Context: an optimization exercise on an open-source flow, tuned for small area, a short achievable clock period and few clock cycles per item. The choices shown serve that exercise and are no tape-out recipe.
Only simulation tests tie the RTL to the original design; equivalence was not proved.
Power figures rest on the tool's default switching activity, not on a simulated workload.

// rs544_decoder
module rs544_decoder (
    input  wire       clk,
    input  wire       rst,
    input  wire       in_valid,
    input  wire [9:0] in_sym,
    output wire       in_ready,
    output wire       err_valid,
    output wire [9:0] err_pos,
    output wire [9:0] err_val,
    output wire       done,
    output wire       done_uncorr,
    output wire       done_marked,
    output wire [4:0] done_nerr
);
Size: ~6800 cells after synthesis, roughly 43 I/O pins.
export LEC_CHECK = 0
export CAP_MARGIN = 20
export CORE_MARGIN = 2
export CORE_UTILIZATION = 50
export CTS_BUF_LIST = sky130_fd_sc_hd__clkbuf_16
export CTS_CLUSTER_DIAMETER = 80
export CTS_CLUSTER_SIZE = 25
export PLACE_DENSITY = 0.65
export SLEW_MARGIN = 20
export SYNTH_MEMORY_MAX_BITS = 16384
create_clock -name core_clock -period 12.0 [get_ports {clk}]
standard.sh (not shown) runs the stock make flow with config.mk's settings and CLKGATE_MAP_FILE= SYNTH_SCRIPT=/design/flow/synth_recipe.tcl, a recipe that flattens the netlist after the stock synthesis.
==> flow/flow/run.sh <==
#!/bin/bash
# Standard layout, with plain buffers (not delay cells) on the ports.
set -euo pipefail
export BUFFER_PORTS_ARGS="-buffer_cell sky130_fd_sc_hd__buf_4"
bash standard.sh > standard_flow.log 2>&1
Testbench counts at the start, summed over its fixed seeds: cycles 75,556, codewords 128.
Then changed:
--- a/flow/design.v
+++ b/flow/design.v
@@ -356,36 +356,38 @@
         for (k = 0; k < 15; k = k + 1)
             om_sum = om_sum ^ u[k];
     end
     reg        ev;             
     reg        r1last;
     wire       root   = (lam_sum == 10'd0);
     wire       skip   = mk3 || L3[4] || (L3 == 5'd0);
     wire [4:0] nf_inc = nf + {4'd0, r1v};
     wire       stop   = skip || (nf_inc == L3) || r1last;
-    reg  [9:0] r1lo, r1om;
+    reg  [9:0] r1pos, r1lo, r1om;
     reg        r2v;
+    reg  [9:0] r2pos;
     reg  [4:0] r2p1, r2p0, r2di;
     wire [9:0] ca = r1lo;
     wire [9:0] co = r1om;
     wire [4:0] a1 = ca[9:5], a0 = ca[4:0];
     wire [4:0] o1 = co[9:5], o0 = co[4:0];
     wire [4:0] dd = gf5_mul(a1, a1) ^ gf5_mul(a1, a0) ^ gf5_mul(a0, a0);
     wire [4:0] ddi;
     rs544_gf_inv u_inv (.a(dd), .y(ddi));
     wire [4:0] m1 = gf5_mul(o1, a1);
     wire [4:0] m0 = gf5_mul(o0, a0 ^ a1);
     wire [4:0] m2 = gf5_mul(o0 ^ o1, a0);
     wire [9:0] fval = from_comp({gf5_mul(r2p1, r2di), gf5_mul(r2p0, r2di)});
     reg  [9:0] e_pos [0:14];
     reg  [9:0] e_val [0:14];
     reg        e_shift;        
     reg        o_ev, o_done, o_unc, o_mk;
+    reg  [9:0] o_pos, o_val;
     reg  [4:0] o_nerr;
     always @(posedge clk) begin
         if (s3_load) begin
             for (k = 0; k < 8; k = k + 1) begin
                 t[15-2*k] <= lr[k][9:0];
                 t[14-2*k] <= lr[k][19:10];
             end
             for (k = 0; k < 7; k = k + 1) begin
                 u[14-2*k] <= br[k][9:0];
@@ -396,86 +398,82 @@
             L3    <= L;
             mk3   <= s0one && (L == 5'd1) && (lr[0][9:0] == 10'd1) && (lr[0][19:10] == 10'h3df);
             nf    <= 5'd0;
         end else begin
             for (k = 0; k < 16; k = k + 1) t[k] <= gf_mul(t[k], chien_step(k));
             for (k = 0; k < 15; k = k + 1) u[k] <= gf_mul(u[k], chien_step(k+1));
             pcnt <= pcnt - 10'd1;
             if (s3st == S3_RUN) nf <= nf_inc;
         end
+        r1pos <= pcnt;
         r1lo  <= to_comp(lam_odd);
         r1om  <= to_comp(om_sum);
+        r2pos <= r1pos;
         r2p1  <= m2 ^ m0;
         r2p0  <= m0 ^ m1;
         r2di  <= ddi;
         if (e_shift) begin
-            e_pos[0] <= pcnt + 10'd2;    
+            e_pos[0] <= r2pos;
             e_val[0] <= fval;
             for (k = 1; k < 15; k = k + 1) begin
                 e_pos[k] <= e_pos[k-1];
                 e_val[k] <= e_val[k-1];
             end
         end
+        o_pos <= e_pos[14];
+        o_val <= e_val[14];
     end
     always @(posedge clk) begin
         if (rst) begin
             s3st   <= S3_IDLE;
             r1v    <= 1'b0;
             r1last <= 1'b0;
             ev     <= 1'b0;
             r2v    <= 1'b0;
             e_shift <= 1'b0;
             o_ev   <= 1'b0;
             o_done <= 1'b0;
         end else begin
             r1v    <= ev && !skip && root;
             r1last <= ev && (pcnt == 10'd0);
             ev     <= s3_load || (ev && (s3st == S3_RUN) && !stop && (pcnt != 10'd0));
             r2v    <= r1v;
             e_shift <= r1v || (ocorr && (on != 5'd0) &&
-                               ((s3st == S3_DRAIN) || (s3st == S3_OUT && oi < 4'd13)));
+                               ((s3st == S3_DRAIN) || (s3st == S3_OUT && oi != 4'd14)));
             o_ev   <= 1'b0;
             o_done <= 1'b0;
             case (s3st)
                 S3_IDLE: if (s3_load) s3st <= S3_RUN;
                 S3_RUN: if (stop) begin
                     on    <= skip ? 5'd0 : nf_inc;
                     ocorr <= !mk3 && !L3[4] && (skip || nf_inc == L3);
+                    o_mk  <= mk3;
                     oi    <= 4'd0;
                     s3st  <= S3_DRAIN;
                 end
-                S3_DRAIN: begin
-                    s3st <= S3_OUT;
-                    if (ocorr && on != 5'd0) begin
-                        o_ev <= (on == 5'd15);
-                    end else begin
-                        o_done <= 1'b1;
-                        o_unc  <= !ocorr && !mk3;
-                        o_mk   <= mk3;
-                        o_nerr <= 5'd0;
-                    end
-                end
+                S3_DRAIN: s3st <= S3_OUT;
                 S3_OUT: begin
-                    if (ocorr && on != 5'd0 && oi != 4'd14) begin
+                    if (ocorr && on != 5'd0) begin
+                        o_ev <= ({1'b0, oi} >= 5'd15 - on);
                         oi   <= oi + 4'd1;
-                        o_ev <= ({1'b0, oi} + 5'd1 >= 5'd15 - on);
-                        if (oi == 4'd13) begin
+                        if (oi == 4'd14) begin
                             o_done <= 1'b1;
-                            o_unc  <= 1'b0;
-                            o_mk   <= 1'b0;
-                            o_nerr <= on;
+                            s3st   <= S3_IDLE;
                         end
                     end else begin
-                        s3st <= S3_IDLE;
+                        o_done <= 1'b1;
+                        s3st   <= S3_IDLE;
                     end
+                    o_unc  <= !ocorr && !o_mk;
+                    o_nerr <= ocorr ? on : 5'd0;
                 end
             endcase
         end
     end
     assign err_valid   = o_ev;
-    assign err_pos     = e_pos[14];
-    assign err_val     = e_val[14];
+    assign err_pos     = o_pos;
+    assign err_val     = o_val;
     assign done        = o_done;
     assign done_uncorr = o_unc;
     assign done_marked = o_mk;
     assign done_nerr   = o_nerr;
 endmodule
Result:
- The changed run completed with no timing, DRC or antenna violations
- synthesized cell count stays flat
- total power rises by a few percent
- synthesized area rises slightly
- global-route usage hardly moves
- combinational power is about the same
- sequential cell count rises by 40
- design area rises slightly
- count of clock-buffer cells in the layout rises by 4
Testbench counts after the change, summed over its fixed seeds: cycles 75,564, codewords 128.

what the ideal ports hide:
Ports are ideal in the flow. The routed layouts listed here were re-timed in OpenROAD. Step 1 sets driving cells, clkbuf_16 on the clock port and buf_2 on the other inputs (assumed; they add their load-dependent delay and slew). Step 2, shift: input delay + t, output delay - t, t = (earliest + latest rising clock arrival at the registers) / 2. This alone moves slack from input paths to output paths. Three values: ideal, step 1, step 2; two values: the first two.
run	t (ns)	setup WS [ns]	hold slack, ns	worst setup path at the end
the first run	0.828	8.312 / 8.231 / 8.114	0.329 / 0.329 / 0.329	input to register
the second run	0.847	8.237 / 8.157 / 8.171	0.322 / 0.322 / 0.322	input to register
After both steps every run listed still meets setup and hold. The setup slack of the first run, which loses most, moves by -0.081 ns with the drivers and by -0.198 ns with both steps.
